What follows belongs to an exercise in optimizing a design on an open flow for small area, a short achievable clock period and few clock cycles per item; a production flow would make more cautious choices.
Only simulation tests tie the RTL to the original design; equivalence was not proved.
No activity file was given, so power comes from the tool's default toggle rates.

## design/flow/run.sh

```bash
#!/bin/bash
# synth_recipe.tcl (not shown) runs the flow's synth.tcl, then flattens the netlist and writes it again
# the make line also repeats each setting of config.mk as NAME=value (left out here)
make -C /OpenROAD-flow-scripts/flow DESIGN_CONFIG=/design/flow/config.mk WORK_HOME=/design/flow/orfs CLKGATE_MAP_FILE= SYNTH_SCRIPT=/design/flow/synth_recipe.tcl finish
```

## design/flow/config.mk

```make
export PLATFORM = sky130hd
export DESIGN_NAME = drrsched
export DESIGN_NICKNAME = drrsched
export VERILOG_FILES = /design/flow/design.v
export SDC_FILE = /design/flow/constraint.sdc
export NUM_CORES = 4
export LEC_CHECK = 0
export CAP_MARGIN = 20
export CORE_MARGIN = 2
export CORE_UTILIZATION = 40
export PLACE_DENSITY = 0.6
export SETUP_SLACK_MARGIN = 2.5
export SLEW_MARGIN = 20
```

## design/flow/constraint.sdc

```tcl
create_clock -name core_clock -period 9.0 [get_ports {clk}]
set_input_delay 1.8000 -clock core_clock [delete_from_list [all_inputs] [get_ports {clk}]]
set_output_delay 1.8000 -clock core_clock [all_outputs]
set_load 0.01 [all_outputs]
```

## design/flow/design.v

```verilog
module drrsched (
    input  wire         clk,
    input  wire         rst,
    input  wire         req_valid,
    output wire         req_ready,
    input  wire [7:0]   req_elig,       
    input  wire [7:0]   req_nonempty,   
    input  wire [111:0] req_len,        
    input  wire [23:0]  cfg_group,      
    input  wire [167:0] cfg_quantum,    
    output wire         resp_valid,
    output wire         resp_none,      
    output wire [2:0]   resp_queue,
    output wire [175:0] deficit         
);
    integer i, j;
    reg          busy;              
    reg  [2:0]   ptr [0:7];         
    reg  [21:0]  d   [0:7];         
    reg  [7:0]   e;                 
    reg  [2:0]   g;                 
    reg  [13:0]  len [0:7];
    reg  [20:0]  qnt [0:7];
    reg  [7:0]   gsel [0:7];        
    reg  [7:0]   has;               
    reg  [7:0]   topm;              
    reg  [2:0]   top;
    reg  [7:0]   e_in;
    always @(*) begin
        for (i = 0; i < 8; i = i + 1)
            for (j = 0; j < 8; j = j + 1)
                gsel[i][j] = req_elig[i] && (cfg_group[3*i +: 3] == j[2:0]);
        for (j = 0; j < 8; j = j + 1) begin
            has[j] = 1'b0;
            for (i = 0; i < 8; i = i + 1)
                has[j] = has[j] | gsel[i][j];
        end
        for (j = 0; j < 8; j = j + 1) begin
            topm[j] = has[j];
            for (i = j + 1; i < 8; i = i + 1)
                topm[j] = topm[j] & ~has[i];
        end
        top = 3'd0;
        for (j = 0; j < 8; j = j + 1)
            top = top | ({3{topm[j]}} & j[2:0]);
        for (i = 0; i < 8; i = i + 1) begin
            e_in[i] = 1'b0;
            for (j = 0; j < 8; j = j + 1)
                e_in[i] = e_in[i] | (gsel[i][j] & topm[j]);
        end
    end
    wire [2:0]  p = ptr[g];
    reg  [22:0] u   [0:7];          
    reg  [23:0] x   [0:7];          
    reg  [14:0] tlo [0:7];          
    reg  [7:0]  thi [0:7];
    reg  [7:0]  sat1;               
    reg  [7:0]  ge0;                
    always @(*) begin
        for (i = 0; i < 8; i = i + 1) begin
            u[i]    = {1'b0, d[i]} + {2'b0, qnt[i]};
            x[i]    = {2'b0, d[i]} + {3'b0, qnt[i]} - {10'd0, len[i]};
            sat1[i] = e[i] && (u[i][22] ? (x[i][23:22] == 2'b01) : !x[i][23]);
            tlo[i]  = {1'b0, d[i][13:0]} - {1'b0, len[i]};
            thi[i]  = d[i][21:14] - {7'd0, tlo[i][14]};
            ge0[i]  = (d[i][21:14] != 8'd0) || !tlo[i][14];
        end
    end
    wire sat0 = e[p] && ge0[p];
    reg  [7:0] pre, win1, add1;
    always @(*) begin
        for (i = 0; i < 8; i = i + 1) begin
            pre[i] = 1'b0;
            for (j = 0; j < 8; j = j + 1) begin
                if (j < i) begin
                    if (!(p >= j[2:0] && p < i[2:0])) pre[i] = pre[i] | sat1[j];
                end else if (j > i) begin
                    if (p >= i[2:0] && p < j[2:0]) pre[i] = pre[i] | sat1[j];
                end
            end
            win1[i] = sat1[i] & ~pre[i];
            add1[i] = e[i] & ~pre[i] & ~sat1[i];
        end
    end
    wire       none  = (e == 8'd0);
    wire       found = sat0 | (|sat1);
    wire       done  = none | found;
    reg  [2:0]  w1;
    always @(*) begin
        w1 = 3'd0;
        for (i = 0; i < 8; i = i + 1)
            if (win1[i]) w1 = i[2:0];
    end
    wire [2:0] w = sat0 ? p : w1;
    reg  [21:0] dn [0:7];
    reg         sel_s, sel_l, sel_t;
    always @(*) begin
        for (i = 0; i < 8; i = i + 1) begin
            sel_t = sat0 & (p == i[2:0]);
            sel_s = ~sat0 & win1[i];
            sel_l = ~sat0 & add1[i];
            dn[i] = ({22{sel_t}} & {thi[i], tlo[i][13:0]}) |
                    ({22{sel_s}} & x[i][21:0]) |
                    ({22{sel_l}} & {8'd0, u[i][13:0]}) |
                    ({22{~(sel_t | sel_s | sel_l)}} & d[i]);
        end
    end
    genvar gi;
    generate
        for (gi = 0; gi < 8; gi = gi + 1) begin : g_out
            assign deficit[22*gi +: 22] = dn[gi];
        end
    endgenerate
    assign resp_valid = busy & done;
    assign resp_none  = none;
    assign resp_queue = w;
    assign req_ready  = ~busy | done;
    wire take = req_valid & req_ready;
    always @(posedge clk) begin
        if (rst) begin
            busy <= 1'b0;
            for (i = 0; i < 8; i = i + 1) begin
                ptr[i] <= 3'd0;
                d[i]   <= 22'd0;
            end
        end else begin
            busy <= take | (busy & ~done);
            if (busy && found)
                ptr[g] <= w;
            for (i = 0; i < 8; i = i + 1) begin
                if (take && !req_nonempty[i])
                    d[i] <= 22'd0;
                else if (busy)
                    d[i] <= dn[i];
            end
        end
    end
    always @(posedge clk) begin
        if (take) begin
            e <= e_in;
            g <= top;
            for (i = 0; i < 8; i = i + 1) begin
                len[i] <= req_len[14*i +: 14];
                qnt[i] <= cfg_quantum[21*i +: 21];
            end
        end
    end
endmodule
```

==> results of run 1 <==
layer usage:
| metal | vias to the layer above | wire (um) | track usage (%) |
|---|---|---|---|
| li1 | 21900 | - | - |
| met1 | 22300 | 76100 | 35.9 |
| met2 | 1634 | 85300 | 47.2 |
| met3 | 453 | 11800 | 5.06 |
| met4 | 16 | 8030 | 11.1 |
| met5 | - | 115 | 0 |
sequential cells by signal, summed over array words and instances (netlist names), named ones only:
name,flops
d,176
qnt,168
len,112
ptr,24
e,8
g,3
busy,1
Yosys cell counts (all sizes together) (32+ instances only):
cell type / instances
nor3: 106
o22ai: 32
ha: 544
nor2: 340
a22oi: 35
edfxtp: 315
a21o: 177
o21a: 79
a31oi: 60
xor2: 111
o21bai: 67
clkbuf: 99
dfxtp: 180
a221o: 62
nand2b: 58
a22o: 37
a21oi: 465
a211oi: 87
nor2b: 46
and3: 33
fa: 128
buf: 44
o211ai: 41
nand2: 368
nor4: 33
inv: 927
nand4: 53
xnor2: 230
o21ai: 287
nand3: 110
report_power, final:
part           total [W]  internal (W)  switching, W
clock network    0.00285       0.00167       0.00118
registers        0.00273       0.00257      0.000156
logic            0.00656       0.00299       0.00357
total             0.0121       0.00723       0.00490
cell families after synthesis:
group | synth area share [%]
adder cells (fa/ha/maj) | 19.6
buffers and inverters | 8.59
multiplexers | 0.682
XOR/XNOR | 6.26
flip-flops | 27.4
AO/OA/AOI/OAI | 24.7
AND/OR/NAND/NOR | 12.8
worst min-delay path by stage:
stage | from | to | slack (ns) | cells after the start
floorplan | d[2][17] | d[2][17] | 0.46 | 2
CTS | d[2][17] | d[2][17] | 0.50 | 2
detailed placement | d[2][17] | d[2][17] | 0.49 | 2
global route | d[1][10] | d[1][10] | 0.52 | 1
global placement | d[2][17] | d[2][17] | 0.49 | 2
finish | d[1][10] | d[1][10] | 0.50 | 1
cell type report:
cell class	instances	area, um2
Fill cell	10600	52800
Multi-Input combinational cell	4023	34600
Sequential cell	495	13200
Timing Repair Buffer	1045	9870
Inverter	927	3490
Clock buffer	92	1940
Tap cell	1536	1920
Clock inverter	36	364
Antenna cell	6	15.0
repair_timing:
item	CTS	global route
pin swaps	235	205
hold buffers	0	0
endpoints found under the setup margin	335	221
hold endpoints to repair	0	0
buffers inserted	280	183
resized for setup	1318	578
gates cloned	16	3
through the flow:
| step | utilization [%] | instances | power [W] | worst slack [ns] | hold WS [ns] |
|---|---|---|---|---|---|
| finish | 55.4 | 8160 | 0.0121 | 1.78 | 0.500 |
| detailed placement | 46.2 | 7544 | 0.00741 | 0.904 | 0.492 |
| CTS | 52.4 | 7968 | 0.0113 | 1.78 | 0.500 |
| floorplan | - | 5583 | 0.00560 | 2.71 | 0.461 |
| global placement | 46.2 | 7544 | 0.00740 | 0.963 | 0.486 |
| global route | 55.3 | 8157 | 0.0127 | 1.64 | 0.524 |
==> results.yml, run 1 <==
timing:
  rsz0062_at_grt: "true"
  period_minus_slack_ns: 7.22
  setup_tns_ns: 0
  tightestPinTransition_ns: 1.15
  maxSlewHeadroom_pct: 23.7
  hold_violations: 0
  fin_skew_ns: 0.0468
  final_max_slew_viol_count: 0
  max_freq_mhz: 138
  setup_viol: 0
  finalCritPeriodShare_pct: 80.3
synth:
  synth.net_count: 6578
  netlist_instances: 5583
  avgSynthCellArea_um2: 8.54
  yosys.area.top_type_share_pct: 19.8
  async_reset_ff_share_pct: 0
  yosys-top-cells-area: "edfxtp_1, ha_1, dfxtp_1"
  ys_seq_area_share_pct: 27.4
  synth_top_cell_by_area: "edfxtp_1"
  synth.distinct_cells: 114
  synth_ff_type: "edfxtp_1"
  yosys_warnings: 10
  synth_edf_count: 315
  ys_ff_latch: 495
  syn_area_um2: 47700
detailed_routing:
  postRouteAntennaNets: 0
  drt_iter0_drc: 3789
  dr.pass1.iters: 6
  via_per_inst: 5.68
  wl_per_cell_um: 22.2
  drc: 0
  via_count: 46300
  drt_wl_total_um: 181000
critical_path:
  reg2reg_depth: 20
  worst-path-stages: 19
  critPathKind: "reg2out"
  critPathMaxFanout: 5
  crit_path_end_kind: "output pin"
  crit_family: "compound AO/OA/AOI/OAI gates"
  endpoint: "deficit[31]"
  ff2ff_setup_slack_ns: 2.73
  rr_endpoint: "d[2][4]"
  slowest_stage: "or4_4"
  arrival_ns: 5.42
  cp_slowest_stage_delay_ns: 0.50
  start_kind: "flip-flop"
  crit_buf_inv: 6
  r2r-start: "d[0][4]"
  path_common_cell: "buf_6"
  startpoint: "qnt[6][1]"
  crit_path_cell_trace: "inv_2 > fa_1 > inv_2 > ha_4 > a211oi_4 > o21bai_2 > or4_4 > a41o_1 > a41oi_4 > a221oi_4 > buf_12 > o21a_1 > o31a_1 > buf_6 > o21a_4 > buf_6 > a221o_1 > a21o_1 > buf_6"
  critPathRequiredTime_ns: 7.20
clock_network:
  cts_buffers: 69
  clock-root-buffer: "clkbuf_16"
  path_clk_slew_ns: 0.06
  cts_tree: "done"
  clk_latency_ns: 0.69
  h-tree-depth: 3
  cts_buffer_depth: 3
  numClockSinks: 495
cells_and_area:
  fin_area_um2: 65500
  final_cell_mix: "inv_1, ha_1, a21oi_1"
  fin_nets: 7556
  drive_above_1_share_pct: 22.8
  syn_to_final_growth_pct: 37.2
  mostFrequentLayoutCell: "inv_1"
global_routing:
  grt_pass1_vias: 45200
  grt_max_degree: 82
  grt_use_total_pct: 28.2
  grt_pass1_wl_um: 266000
  grt_antenna_before_repair: 13
  gr-total-overflow: 0
floorplan:
  die_h_um: 349
  ioPinCount: 505
  fp.dieW_um: 349
  die-area_um2: 122000
  fp-row-count: 126
  core_um2: 118000
  start_util_pct: 40.3
placed_design:
  gp_congestion: 0.940
  port_buffers: 504
  dp_hpwl_um: 132000
  placed_area_um2: 54600
outcome:
  status: "timing/DRC/antenna clean"
job:
  maxCapViolCount: 0
min_path:
  hold_class: "reg2reg"
power_and_ir_drop:
  ir_drop_mv: 0.182
  p_per_area_nw_per_um2: 185
  leakagePower_nw: 29.9
Testbench counts, summed over its fixed seeds: cycles 3,355, decisions 3,200.
==> run 2, diff against run 1 <==
--- a/design/flow/config.mk
+++ b/design/flow/config.mk
@@ -11,3 +11,2 @@
 export PLACE_DENSITY = 0.6
-export SETUP_SLACK_MARGIN = 2.5
 export SLEW_MARGIN = 20
==> run 2 against run 1 <==
Register-to-register slack got worse by 0.81 ns. Synthesized cell count stayed put. Area after synthesis is the same. Non-clock buffer count fell by 474. Utilization down 7.2 points. Combinational power down 28%. Critical endpoint is now deficit[89]. Still clean on timing, DRC and antenna. Sequential power about the same. Sequential share of layout area up 2.7 points.
==> results.yml, run 2 <==
outcome:
  status: "timing/DRC/antenna clean"
job:
  maxCapViolCount: 0
synth:
  netlist_instances: 5583
  yosys-top-cells-count: "inv_1, ha_1, a21oi_1"
  synth.distinct_cells: 114
  synth_edf_count: 315
  ys_seq_area_share_pct: 27.4
  synth_ff_type: "edfxtp_1"
  synth.net_count: 6578
  yosys.area.top_type_share_pct: 19.8
  synth_top_cell_by_area: "edfxtp_1"
  syn_area_um2: 47700
  async_reset_ff_share_pct: 0
  avgSynthCellArea_um2: 8.54
  yosys-top-cells-area: "edfxtp_1, ha_1, dfxtp_1"
  ys_ff_latch: 495
  yosys_warnings: 10
  yosysMostFrequentCell: "inv_1"
power_and_ir_drop:
  leakagePower_nw: 26.0
  fin_total_pwr_w: 0.0103
  p_per_area_nw_per_um2: 180
  ir_drop_mv: 0.152
detailed_routing:
  via_count: 43200
  via_per_inst: 5.63
  postRouteAntennaNets: 0
  drc: 0
  wl_per_cell_um: 21.6
  drt_wl_total_um: 166000
  drt_iter0_drc: 3432
  dr.pass1.iters: 8
global_routing:
  gr-total-overflow: 0
  grt_max_degree: 82
  use_met1_pct: 34.3
  grt_util_met2_pct: 44.4
  gr-usage-met3_pct: 4.48
  grt_pass1_vias: 42600
  grt_pass1_wl_um: 250000
  grt_antenna_before_repair: 9
  grt_use_total_pct: 26.4
  grt_busiest_layer: "met2"
min_path:
  hold_depth: 2
  hold_class: "reg2reg"
critical_path:
  start_kind: "flip-flop"
  critPathRequiredTime_ns: 7.20
  arrival_ns: 6.81
  critPathKind: "reg2out"
  critPathMaxFanout: 6
  crit_path_end_kind: "output pin"
  reg2reg_depth: 17
timing:
  setup_viol: 0
  fin_skew_ns: 0.0475
  setup_tns_ns: 0
  rsz0062_at_grt: "false"
  max_freq_mhz: 116
  final_max_slew_viol_count: 0
  period_minus_slack_ns: 8.61
  maxSlewHeadroom_pct: 27.1
  tightestPinTransition_ns: 1.09
  hold_violations: 0
  finalCritPeriodShare_pct: 95.6
cells_and_area:
  regMostFlops: "d"
  mostFrequentLayoutCell: "inv_1"
  syn_to_final_growth_pct: 19.4
  final_cell_mix: "inv_1, ha_1, clkdlybuf4s50_1"
  seq_area_um2: 13100
  fin_area_um2: 57000
  multiInputGateArea_um2: 30600
  postLayoutCoreUtil_pct: 48.2
  drive_above_1_share_pct: 4.69
  layout.cells.non_filler: 7679
  largestRegisters: "d x176, qnt x168, len x112"
  largest_register_ffs: 176
  fillers: 11400
  fin_nets: 7077
clock_network:
  clock-root-buffer: "clkbuf_16"
  numClockSinks: 495
  clk_latency_ns: 0.69
  cts_tree: "done"
  cts_buffers: 69
  h-tree-depth: 3
  path_clk_slew_ns: 0.06
  cts_buffer_depth: 3
floorplan:
  die_h_um: 349
  core_um2: 118000
  die-area_um2: 122000
  start_util_pct: 40.3
  ioPinCount: 505
  fp-row-count: 126
  fp.dieW_um: 349
placed_design:
  place_inst: 7544
  placed_area_um2: 54600
  dp_hpwl_um: 132000
  gp_congestion: 0.940
  port_buffers: 504
==> run 2: worst paths after layout <==
check | from | slack (ns) | endpoint
worst min register to register | d[2][17] | 0.50 | d[2][17]
worst max-delay path | d[1][3] | 0.39 | deficit[89]
worst max register to register | d[6][1] | 1.92 | d[1][6]
worst min-delay path | d[2][17] | 0.50 | d[2][17]
==> run 2: layer usage <==
metal	share of wire [%]	wire length [um]
met5	0.038	63
met4	3.3	5540
met3	6.3	10400
met2	47	77700
met1	44	72200
==> run 2: cell families after synthesis <==
kind of cell	count (synthesis)	synth area share, %
xor gates and xnor gates	341	6.26
and+or+nand+nor	1264	12.8
buffers and inverters	1070	8.59
AOI/OAI and AO/OA	1717	24.7
adders and majority gates	672	19.6
muxes	24	0.682
DFF	495	27.4
==> run 2: power breakdown <==
| part | leakage, nW | internal (W) | switching, W |
|---|---|---|---|
| Clock | 1.11 | 0.00167 | 0.00117 |
| Combinational | 20.3 | 0.00193 | 0.00277 |
| Sequential | 4.56 | 0.00257 | 0.000155 |
==> run 2: metrics by stage <==
stage | worst slack, ns | hold slack [ns]
after detailed placement | 0.904 | 0.492
final | 0.395 | 0.501
after floorplan | 2.71 | 0.461
after global routing | 0.0119 | 0.535
after global placement | 0.963 | 0.486
after CTS | 0.128 | 0.500
==> run 2: area by class of cell <==
class	instances	area share [%]
clock inverters	36	0.639
repair buffers	571	9.73
clock buffers	92	3.40
well taps	1536	3.37
diodes	4	0.0176
flip-flops and latches	495	22.9
multi-input cells	4018	53.8
inverters	927	6.12
==> run 2: timing repair <==
action                                  in CTS  in global routing
resized for setup                            0                  3
endpoints found under the setup margin       0                 30
setup buffers                                0                  3
hold buffers                                 0                  0
==> run 2: critical path: stages (launching register included) <==
cell             delay [ns]
dfxtp_1                0.40
inv_1                  0.10
fa_1                   0.56
inv_1                  0.05
ha_1                   0.31
o21ai_0                0.11
o21a_1                 0.19
or4b_1                 0.57
a211oi_2               0.39
o41ai_1                0.13
o21ai_1                0.56
nand2_1                0.41
a41oi_1                0.87
nor3_1                 0.15
buf_4                  0.22
a221o_1                0.30
a21oi_1                0.21
inv_1                  0.07
clkdlybuf4s50_1        0.50

## what the ideal ports hide
No port has a modelled driver above. Below, the same layouts with a new extraction and two added sets of constraints.
Step 1: set_driving_cell puts a clkbuf_16 on clk and a buf_2 on each other input, an assumption about the parent block.
Step 2 adds t to the input delays and takes it off the output delays; t is the mean of the earliest and latest rising clock arrival at the registers after step 1. Input paths then give back, and output paths get back, about the clock's delay inside the block.
Three values: no drivers, after step 1, after step 2; two values: the first two.
run | t, ns | slack for setup (ns) | worst hold slack (ns) | worst setup path after step 2 | worst register clock-pin slew, ns
run 1 | 0.746 | 1.777 / 1.698 / 2.444 | 0.500 / 0.500 / 0.500 | register to output | 0.07 / 0.07
run 2 | 0.743 | 0.395 / 0.317 / 1.060 | 0.501 / 0.501 / 0.501 | register to output | 0.07 / 0.07
After both steps every run listed still meets setup and hold.
